This is an optimization exercise on Yosys and OpenROAD, whose aim is small area, a short achievable clock period and few clock cycles, not a production implementation.
Where RTL was checked, it was by simulation tests only, not by an equivalence proof against the original.

==> flow/design.v <==
module vbc_block_decoder (
    input  wire        clk,
    input  wire        rst,           
    input  wire        in_valid,
    output wire        in_ready,
    input  wire [31:0] in_data,       
    input  wire [4:0]  in_w,          
    output reg         out_valid,
    output wire [15:0] out_sample,    
    output reg         out_last       
);
    reg [31:0] slot0, slot1;
    reg        wp;            
    reg [1:0]  cnt;           
    reg [5:0]  ptr;
    reg [4:0]  w_in;          
    assign in_ready = !cnt[1];
    wire accept = in_valid && !cnt[1];
    reg        hdr;           
    reg        raw;
    reg [1:0]  pred;
    reg [4:0]  w;
    reg [17:0] ab;            
    reg        ua;
    reg [7:0]  idx;           
    reg [3:0]  idle;          
    reg [16:0] u2;            
    reg        v2;
    reg [15:0] hist [0:15];
    assign out_sample = hist[0];
    wire [15:0] wmask = 16'hFFFF >> (5'd16 - w);
    wire [17:0] a = ab + (ua ? {2'b0, u2[15:0]} : 18'd0);
    reg [3:0] k;
    integer j;
    always @(*) begin
        k = 4'd0;
        for (j = 1; j < 16; j = j + 1)
            if (j < w && (a >> (j + 2)) != 18'd0) k = j;
    end
    wire [15:0] kmask = ~(16'hFFFF << k);
    wire [31:0] wd0 = ptr[5] ? slot1 : slot0;
    wire [31:0] wd1 = ptr[5] ? slot0 : slot1;
    wire [63:0] win = {wd1, wd0};
    wire [31:0] S   = win >> ptr[4:0];
    reg  [4:0]  q;
    integer m;
    always @(*) begin
        q = 5'd16;
        for (m = 15; m >= 0; m = m - 1)
            if (!S[m]) q = m;
    end
    wire esc = q[4];
    wire [31:0] Sr = S >> (q[3:0] + 5'd1);
    reg  [16:0] u;
    reg  [5:0]  need;
    always @(*) begin
        if (raw) begin
            u    = {S[15:0] & wmask, 1'b0};
            need = {1'b0, w};
        end else if (esc) begin
            u    = {1'b0, S[31:16] & wmask};
            need = 6'd16 + {1'b0, w};
        end else begin
            u    = ({13'd0, q[3:0]} << k) | {1'b0, Sr[15:0] & kmask};
            need = {2'b0, q[3:0]} + 6'd1 + {2'b0, k};
        end
    end
    wire [5:0]  end_pos = {1'b0, ptr[4:0]} + need;
    wire        strad   = end_pos > 6'd32;
    wire        go      = !hdr && cnt != 2'd0 && (cnt[1] || !strad) && (idx == 8'd0 || idle == 4'd0);
    wire        last    = (idx == 8'd255);
    wire        hgo     = hdr && cnt != 2'd0;
    wire [1:0]  npop    = hgo ? 2'd1 : !go ? 2'd0 : last ? {strad, !strad} : {1'b0, end_pos[5]};
    wire        upd     = go && !raw;
    wire [17:0] a_dec   = a - {2'b0, a[17:2]};
    wire [17:0] ab_n    = upd ? a_dec : a;
    always @(posedge clk) begin
        if (rst) begin
            cnt <= 2'd0;
            wp  <= 1'b0;
            ptr <= 6'd0;
            hdr <= 1'b1;
            idx <= 8'd0;
            v2  <= 1'b0;
            out_valid <= 1'b0;
        end else begin
            cnt <= cnt + {1'b0, accept} - npop;
            wp  <= wp ^ accept;
            if (hgo || (go && last))
                ptr <= {ptr[5] ^ npop[0], 5'd0};
            else if (go)
                ptr <= ptr + {1'b0, need};
            if (hdr) begin
                if (cnt != 2'd0) begin
                    hdr  <= 1'b0;
                    w    <= w_in;
                    pred <= wd0[1:0];
                    raw  <= wd0[6];
                end
            end else if (go) begin
                idx <= idx + 8'd1;
                if (last) hdr <= 1'b1;
            end
            v2 <= go;
            out_valid <= v2;
        end
        if (accept) w_in <= in_w;
        if (accept && !wp) slot0 <= in_data;
        if (accept &&  wp) slot1 <= in_data;
        if (hdr) begin
            ab <= 18'd4 << wd0[5:2];
            ua <= 1'b0;
        end else begin
            ab <= ab_n;
            ua <= upd;
        end
        idle     <= go ? 4'd0 : idle + 4'd1;
        u2       <= u;
        out_last <= (idx == 8'd0);
    end
    wire        first = (idx == 8'd1);
    wire        x0    = (idx[3:0] == 4'd1);
    wire        y0    = (idx[7:4] == 4'd0 && idx[3:0] != 4'd0) || (idx == 8'd16);
    reg  [15:0] p;
    always @(*) begin
        if (first || pred == 2'd0 || raw) p = 16'd0;
        else if (pred == 2'd1)            p = x0 ? hist[15] : hist[0];
        else                              p = y0 ? hist[0] : hist[15];
    end
    wire [15:0] r = u2[16:1] ^ {16{u2[0]}};
    wire [15:0] s = (p + r) & wmask;
    integer h;
    always @(posedge clk) begin
        hist[0] <= v2 ? s : hist[15];
        for (h = 1; h < 16; h = h + 1) hist[h] <= hist[h-1];
    end
endmodule
clock: 10.0 ns
lec_check: 0
cap_margin: 20
core_margin: 2
core_utilization: 40
slew_margin: 20
run.sh (not shown) runs the stock make flow with config.mk's settings and CLKGATE_MAP_FILE= SYNTH_SCRIPT=/design/flow/synth_recipe.tcl, a recipe that flattens the netlist after the stock synthesis.
Then changed:
--- a/flow/design.v
+++ b/flow/design.v
@@ -6,19 +6,18 @@
     input  wire [31:0] in_data,       
     input  wire [4:0]  in_w,          
     output reg         out_valid,
     output wire [15:0] out_sample,    
     output reg         out_last       
 );
-    reg [31:0] slot0, slot1;
-    reg        wp;            
-    reg [1:0]  cnt;           
-    reg [5:0]  ptr;
+    reg [31:0] wd0, wd1;
+    reg        wv0, wv1;
+    reg [4:0]  ptr;
     reg [4:0]  w_in;          
-    assign in_ready = !cnt[1];
-    wire accept = in_valid && !cnt[1];
+    assign in_ready = !wv1;
+    wire accept = in_valid && !wv1;
     reg        hdr;           
     reg        raw;
     reg [1:0]  pred;
     reg [4:0]  w;
     reg [17:0] ab;            
     reg        ua;
@@ -35,16 +34,14 @@
     always @(*) begin
         k = 4'd0;
         for (j = 1; j < 16; j = j + 1)
             if (j < w && (a >> (j + 2)) != 18'd0) k = j;
     end
     wire [15:0] kmask = ~(16'hFFFF << k);
-    wire [31:0] wd0 = ptr[5] ? slot1 : slot0;
-    wire [31:0] wd1 = ptr[5] ? slot0 : slot1;
     wire [63:0] win = {wd1, wd0};
-    wire [31:0] S   = win >> ptr[4:0];
+    wire [31:0] S   = win >> ptr;
     reg  [4:0]  q;
     integer m;
     always @(*) begin
         q = 5'd16;
         for (m = 15; m >= 0; m = m - 1)
             if (!S[m]) q = m;
@@ -62,54 +59,63 @@
             need = 6'd16 + {1'b0, w};
         end else begin
             u    = ({13'd0, q[3:0]} << k) | {1'b0, Sr[15:0] & kmask};
             need = {2'b0, q[3:0]} + 6'd1 + {2'b0, k};
         end
     end
-    wire [5:0]  end_pos = {1'b0, ptr[4:0]} + need;
+    wire [5:0]  end_pos = {1'b0, ptr} + need;
     wire        strad   = end_pos > 6'd32;
-    wire        go      = !hdr && cnt != 2'd0 && (cnt[1] || !strad) && (idx == 8'd0 || idle == 4'd0);
+    wire        go      = !hdr && wv0 && (wv1 || !strad) && (idx == 8'd0 || idle == 4'd0);
     wire        last    = (idx == 8'd255);
-    wire        hgo     = hdr && cnt != 2'd0;
-    wire [1:0]  npop    = hgo ? 2'd1 : !go ? 2'd0 : last ? {strad, !strad} : {1'b0, end_pos[5]};
+    wire        pop1    = hdr ? wv0 : (go && (end_pos[5] || last));
+    wire        pop2    = go && last && strad;
     wire        upd     = go && !raw;
     wire [17:0] a_dec   = a - {2'b0, a[17:2]};
     wire [17:0] ab_n    = upd ? a_dec : a;
     always @(posedge clk) begin
         if (rst) begin
-            cnt <= 2'd0;
-            wp  <= 1'b0;
-            ptr <= 6'd0;
+            wv0 <= 1'b0;
+            wv1 <= 1'b0;
+            ptr <= 5'd0;
             hdr <= 1'b1;
             idx <= 8'd0;
             v2  <= 1'b0;
             out_valid <= 1'b0;
         end else begin
-            cnt <= cnt + {1'b0, accept} - npop;
-            wp  <= wp ^ accept;
-            if (hgo || (go && last))
-                ptr <= {ptr[5] ^ npop[0], 5'd0};
-            else if (go)
-                ptr <= ptr + {1'b0, need};
+            if (pop2) begin
+                wv0 <= 1'b0;
+                wv1 <= 1'b0;
+            end else if (pop1) begin
+                wd0 <= wv1 ? wd1 : in_data;
+                wv0 <= wv1 | accept;
+                wv1 <= 1'b0;
+            end else if (accept) begin
+                if (wv0) begin
+                    wd1 <= in_data;
+                    wv1 <= 1'b1;
+                end else begin
+                    wd0 <= in_data;
+                    wv0 <= 1'b1;
+                end
+            end
             if (hdr) begin
-                if (cnt != 2'd0) begin
+                if (wv0) begin
                     hdr  <= 1'b0;
                     w    <= w_in;
                     pred <= wd0[1:0];
                     raw  <= wd0[6];
                 end
             end else if (go) begin
+                ptr <= last ? 5'd0 : end_pos[4:0];
                 idx <= idx + 8'd1;
                 if (last) hdr <= 1'b1;
             end
             v2 <= go;
             out_valid <= v2;
         end
         if (accept) w_in <= in_w;
-        if (accept && !wp) slot0 <= in_data;
-        if (accept &&  wp) slot1 <= in_data;
         if (hdr) begin
             ab <= 18'd4 << wd0[5:2];
             ua <= 1'b0;
         end else begin
             ab <= ab_n;
             ua <= upd;
Effect:
- final cell count drops by 3.2%
- via count drops by 7.5%
- register-to-register slack improved by 0.68 ns
- setup slack improved by 0.68 ns
- wire length drops by 11%
- area after synthesis drops by 6.1%
- global-route usage drops by 0.90 points
- first-iteration DRC count drops by 26%
- sequential share of layout area climbs by 1.9 points
- fmax climbs by 8.0%
Testbench counts after the change, summed over its fixed seeds: cycles 98,969.
Function not checked in the first run of this note: the RTL went through the layout flow alone.

========
vbc_block_decoder, a different RTL version from the one above (not shown whole).
Size in the first run: ~2,400 cells after synthesis, about 390 flip-flops, about 59 I/O pins.
export LEC_CHECK = 0
export ABC_AREA = 1
export CAP_MARGIN = 20
export CORE_MARGIN = 2
export CORE_UTILIZATION = 40
export CTS_CLUSTER_DIAMETER = 100
export CTS_CLUSTER_SIZE = 30
export SETUP_SLACK_MARGIN = 4.0
export SLEW_MARGIN = 20
create_clock -name core_clock -period 10.0 [get_ports {clk}]
Rerun with:
--- a/flow/design.v
+++ b/flow/design.v
@@ -95,31 +95,27 @@
     reg  [16:0] u;
     always @(*) begin
         if (raw)      u = {S[15:0] & wmask, 1'b0};
         else if (esc) u = {1'b0, S[31:16] & wmask};
         else          u = {1'b0, qk | (rem & kmask)};
     end
     wire [5:0]  pos_raw = {1'b0, ptr[4:0]} + {1'b0, w};
     wire [5:0]  pos_esc = pos_raw + 6'd16;
-    wire [5:0]  x_cod   = {1'b0, ptr[4:0]} + {2'b0, q[3:0]} + 6'd1;
-    wire [5:0]  pos_cod = x_cod + {2'b0, k};
+    wire [5:0]  xq      = {1'b0, ptr[4:0]} + {2'b0, q[3:0]};
+    wire [5:0]  pos_cod = xq + {2'b0, k} + 6'd1;
     wire [5:0]  end_pos = raw ? pos_raw : esc ? pos_esc : pos_cod;
-    reg         strad_c, end5_c;
+    reg  [47:0] W;
     integer n;
-    always @(*) begin
-        strad_c = x_cod >= 6'd33;
-        end5_c  = x_cod >= 6'd32;
-        for (n = 17; n < 32; n = n + 1)
-            if (x_cod == n) begin
-                end5_c = kt[32 - n];
-                if (n >= 18) strad_c = kt[33 - n];
-            end
-        if (x_cod == 6'd32) strad_c = kt[1];
-    end
+    always @(*)
+        for (n = 0; n < 48; n = n + 1)
+            W[n] = (n >= 32) ? 1'b1 : (n >= 17) ? kt[(32 - n) & 15] : 1'b0;
+    wire [47:0] Wp      = {1'b1, W[47:1]};
+    wire        strad_c = W[xq];
+    wire        end5_c  = Wp[xq];
     wire        strad   = raw ? pos_raw > 6'd32 : esc ? pos_esc > 6'd32 : strad_c;
     wire        end5    = raw ? pos_raw[5]      : esc ? pos_esc[5]      : end5_c;
     wire        go      = !hdr && cnt != 2'd0 && (cnt[1] || !strad) && (idx == 8'd0 || idle == 4'd0);
     wire        last    = (idx == 8'd255);
     wire        hgo     = hdr && cnt != 2'd0;
     wire [1:0]  npop    = hgo ? 2'd1 : !go ? 2'd0 : last ? {strad, !strad} : {1'b0, end5};
     wire [1:0]  cnt_a   = cnt + {1'b0, accept};
     wire [1:0]  cnt_a1  = cnt_a - 2'd1;
=> Count of clock-buffer cells in the layout stays the same; fmax went down by about 0.5%; utilization went down by 0.30 points; global-route usage went up by 0.67 points; die area went down by 1.2%.
Testbench counts after the change, summed over its fixed seeds: cycles 98,969.
The RTL of the first run of this note was laid out without a check of its function.

-- separate check: timing with driven ports --
How much do the figures lean on ideal ports? The routed layouts below were timed once more, with nothing changed but the port constraints.
Step 1 sets driving cells, clkbuf_16 on the clock port and buf_2 on the other inputs (assumed; they add their load-dependent delay and slew).
Step 2 adds t to the input delays and takes it off the output delays; t is the mean of the earliest and latest rising clock arrival at the registers after step 1. Input paths then give back, and output paths get back, about the clock's delay inside the block.
Three values: ideal, step 1, step 2; two values: the first two.
| run | t, ns | setup WS [ns] | worst data-port slew with drivers (ns) | pins driven straight from the clock port |
|---|---|---|---|---|
| the first run of note 1 | 0.613 | 0.805 / 0.805 / 0.805 | 0.05 | 1 |
| the second run of note 1 | 0.641 | 1.487 / 1.487 / 1.487 | 0.04 | 1 |
| the first run of note 2 | 0.611 | 4.415 / 4.415 / 4.415 | 0.04 | 1 |
| the second run of note 2 | 0.605 | 4.388 / 4.388 / 4.388 | 0.04 | 1 |
After both steps setup and hold are still met in every run listed.
